This design comes from an exercise in tuning for small area, a short achievable clock period and few clock cycles per item on the open sky130 flow, not from production work.
In this exercise RTL edits were held to simulation tests only and were not proved equivalent to the original.

== before ==
## symcode_decoder
module symcode_decoder (
    input  wire        clk,
    input  wire        rst,
    input  wire        in_valid,
    output wire        in_ready,
    input  wire [71:0] in_beat,
    output wire        out_valid,
    input  wire        out_ready,
    output wire [63:0] out_data,
    output wire [3:0]  out_status
);
Settings: LEC_CHECK=0, CAP_MARGIN=20, CORE_MARGIN=2, CORE_UTILIZATION=40, SETUP_SLACK_MARGIN=5, SLEW_MARGIN=20; clock period 10.0 ns.
run.sh (not shown) runs the stock make flow with config.mk's settings and CLKGATE_MAP_FILE= SYNTH_SCRIPT=/design/flow/synth_recipe.tcl, a recipe that flattens the netlist after the stock synthesis.
Testbench counts of before, summed over its fixed seeds: cycles 12,880, bursts 1,600.
Input-level comparison between after and before:
==> flow/flow/run.sh (new file) <==
#!/bin/bash
set -uo pipefail
MARGIN=${MARGIN:-7}
sed "s/SETUP_SLACK_MARGIN=[0-9.]*/SETUP_SLACK_MARGIN=$MARGIN/" standard.sh > standard_margin.sh
grep -q "SETUP_SLACK_MARGIN=$MARGIN" standard_margin.sh || sed -i "s/make -C/make SETUP_SLACK_MARGIN=$MARGIN -C/" standard_margin.sh
bash standard_margin.sh > standard.log 2>&1
==> flow/standard.sh (new file) <==
#!/bin/bash
# synth_recipe.tcl (not shown) runs the flow's synth.tcl, then flattens the netlist and writes it again
# the make line also repeats each setting of config.mk as NAME=value (left out here)
make -C /OpenROAD-flow-scripts/flow DESIGN_CONFIG=/design/flow/config.mk WORK_HOME=/design/flow/orfs CLKGATE_MAP_FILE= SYNTH_SCRIPT=/design/flow/synth_recipe.tcl "${@:-finish}"
removed: flow/run.sh
Notes after the runs:
- Going from before to after, final instance area saw an increase, proportion of cell area spent on the clock network saw a decrease, final cell utilization of the core saw an increase.
- Going from before to after, number of logic stages on the critical path including buffering moved up; fraction of area in registers fell 4.0 points; non-clock buffer count grew by 197.
- From before to after the numbers moved as follows: routing usage on met2 grew by 2.6 points; detailed-route wire length grew by about 11%.

* * *

symcode_decoder, a different RTL version from the one above (not shown whole).
Size in the first run: roughly 3800 cells after synthesis, ~960 flip-flops.
// symcode_decoder
module symcode_decoder (
    input  wire        clk,
    input  wire        rst,
    input  wire        in_valid,
    output wire        in_ready,
    input  wire [71:0] in_beat,
    output wire        out_valid,
    input  wire        out_ready,
    output wire [63:0] out_data,
    output wire [3:0]  out_status
);
export LEC_CHECK = 0
export ABC_AREA = 1
export CAP_MARGIN = 20
export CORE_MARGIN = 2
export CORE_UTILIZATION = 72
export SETUP_SLACK_MARGIN = 5
export SLEW_MARGIN = 20
create_clock -name core_clock -period 10.0 [get_ports {clk}]
standard.sh (not shown) runs the stock make flow with config.mk's settings and CLKGATE_MAP_FILE= SYNTH_SCRIPT=/design/flow/synth_recipe.tcl, a recipe that flattens the netlist after the stock synthesis.
==> flow/flow/run.sh <==
#!/bin/bash
set -uo pipefail
MARGIN=${MARGIN:-6.7}
sed "s/SETUP_SLACK_MARGIN=[0-9.]*/SETUP_SLACK_MARGIN=$MARGIN/" standard.sh > standard_margin.sh
grep -q "SETUP_SLACK_MARGIN=$MARGIN" standard_margin.sh || sed -i "s/make -C/make SETUP_SLACK_MARGIN=$MARGIN -C/" standard_margin.sh
bash standard_margin.sh > standard.log 2>&1
The baseline died in 5_1_grt on GRT-0232.
Testbench counts at the start, summed over its fixed seeds: cycles 12,888, bursts 1,600.
Next try:
==> flow/flow/run.sh (replaced) <==
#!/bin/bash
set -uo pipefail
MARGIN=${MARGIN:-7}
sed "s/SETUP_SLACK_MARGIN=[0-9.]*/SETUP_SLACK_MARGIN=$MARGIN/" standard.sh > standard_margin.sh
grep -q "SETUP_SLACK_MARGIN=$MARGIN" standard_margin.sh || sed -i "s/make -C/make SETUP_SLACK_MARGIN=$MARGIN -C/" standard_margin.sh
bash standard_margin.sh > standard.log 2>&1
- CORE_UTILIZATION: 72 -> 40
The changed run finished with timing, DRC and antenna clean.
Synthesized cell count is unchanged.
Area after synthesis does not change.
Next try:
==> flow/flow/run.sh (replaced) <==
#!/bin/bash
set -uo pipefail
MARGIN=${MARGIN:-6.7}
sed "s/SETUP_SLACK_MARGIN=[0-9.]*/SETUP_SLACK_MARGIN=$MARGIN/" standard.sh > standard_margin.sh
grep -q "SETUP_SLACK_MARGIN=$MARGIN" standard_margin.sh || sed -i "s/make -C/make SETUP_SLACK_MARGIN=$MARGIN -C/" standard_margin.sh
bash standard_margin.sh > standard.log 2>&1
- CORE_UTILIZATION: 40 -> 60
What happened: Worst setup slack got worse by 0.053 ns; maximum frequency falls by 1.6%; wire length rises by 12%; design area falls by 2.6%; synthesized area is unchanged; core utilization rises by 22 points; cell count falls by 8.5%.
Next try:
==> flow/flow/run.sh (replaced) <==
#!/bin/bash
set -uo pipefail
MARGIN=${MARGIN:-7}
sed "s/SETUP_SLACK_MARGIN=[0-9.]*/SETUP_SLACK_MARGIN=$MARGIN/" standard.sh > standard_margin.sh
grep -q "SETUP_SLACK_MARGIN=$MARGIN" standard_margin.sh || sed -i "s/make -C/make SETUP_SLACK_MARGIN=$MARGIN -C/" standard_margin.sh
bash standard_margin.sh > standard.log 2>&1
- ABC_AREA: 1 -> default
- CORE_UTILIZATION: 60 -> 40
What happened:
- The new run completed without violations
- core utilization fell by 19 points
- sequential share of layout area came out lower by 2.8 points
- worst setup slack gets worse by 0.028 ns
- via count shrinks by 17%
- clock skew grows by 0.017 ns
- final cell count went down by 5.5%
- non-clock buffer count went up by 168
Next try:
==> flow/flow/run.sh (replaced) <==
#!/bin/bash
set -uo pipefail
MARGIN=${MARGIN:-6.7}
sed "s/SETUP_SLACK_MARGIN=[0-9.]*/SETUP_SLACK_MARGIN=$MARGIN/" standard.sh > standard_margin.sh
grep -q "SETUP_SLACK_MARGIN=$MARGIN" standard_margin.sh || sed -i "s/make -C/make SETUP_SLACK_MARGIN=$MARGIN -C/" standard_margin.sh
bash standard_margin.sh > standard.log 2>&1
The new run produced a clean layout.
Non-clock buffer count drops by 55.
Critical path depth grows by 4.
Count of clock-buffer cells in the layout climbs by 8.
Via count is lower by 1.6%.
Next try:
- ABC_AREA: default -> 1
The new run completed without violations. Wire length rose by 2.9%. Final cell count climbs by 17%.

==> separate check: timing with driven ports <==
The results above use ideal ports. As a check the final layouts listed here were re-extracted and re-timed, cells and wires unchanged. Step 1 sets driving cells, clkbuf_16 on the clock port and buf_2 on the other inputs (assumed; they add their load-dependent delay and slew). Step 2 moves the port delays by t, midway between the first and last clock arrival at a register: inputs arrive t later, outputs are due t later. That takes back most of the time a late clock gives input paths. Slacks: no drivers / after step 1 / after step 2; pairs: no drivers / after step 1.
| run | t, ns | slack for setup (ns) | worst hold slack (ns) | worst setup path at the end | worst data-port slew with drivers (ns) |
|---|---|---|---|---|---|
| before | 0.708 | 5.379 / 5.379 / 5.379 | 0.315 / 0.315 / 0.315 | register to register | 0.07 |
| after | 0.696 | 6.611 / 6.611 / 6.440 | 0.318 / 0.318 / 0.318 | input to register | 0.08 |
| the second run of note 2 | 0.710 | 6.721 / 6.653 / 6.439 | 0.315 / 0.315 / 0.315 | input to register | 0.05 |
| the third run of note 2 | 0.693 | 6.668 / 6.598 / 6.126 | 0.314 / 0.314 / 0.314 | input to register | 0.06 |
| the fourth run of note 2 | 0.708 | 6.640 / 6.640 / 6.405 | 0.303 / 0.303 / 0.303 | input to register | 0.07 |
| the fifth run of note 2 | 0.691 | 6.517 / 6.517 / 6.078 | 0.301 / 0.301 / 0.301 | input to register | 0.05 |
| the sixth run of note 2 | 0.720 | 6.725 / 6.659 / 6.147 | 0.300 / 0.300 / 0.300 | input to register | 0.04 |
After both steps every run listed still meets setup and hold. The setup slack of the sixth run of note 2, which loses most, moves by -0.066 ns with the drivers and by -0.578 ns with both steps.
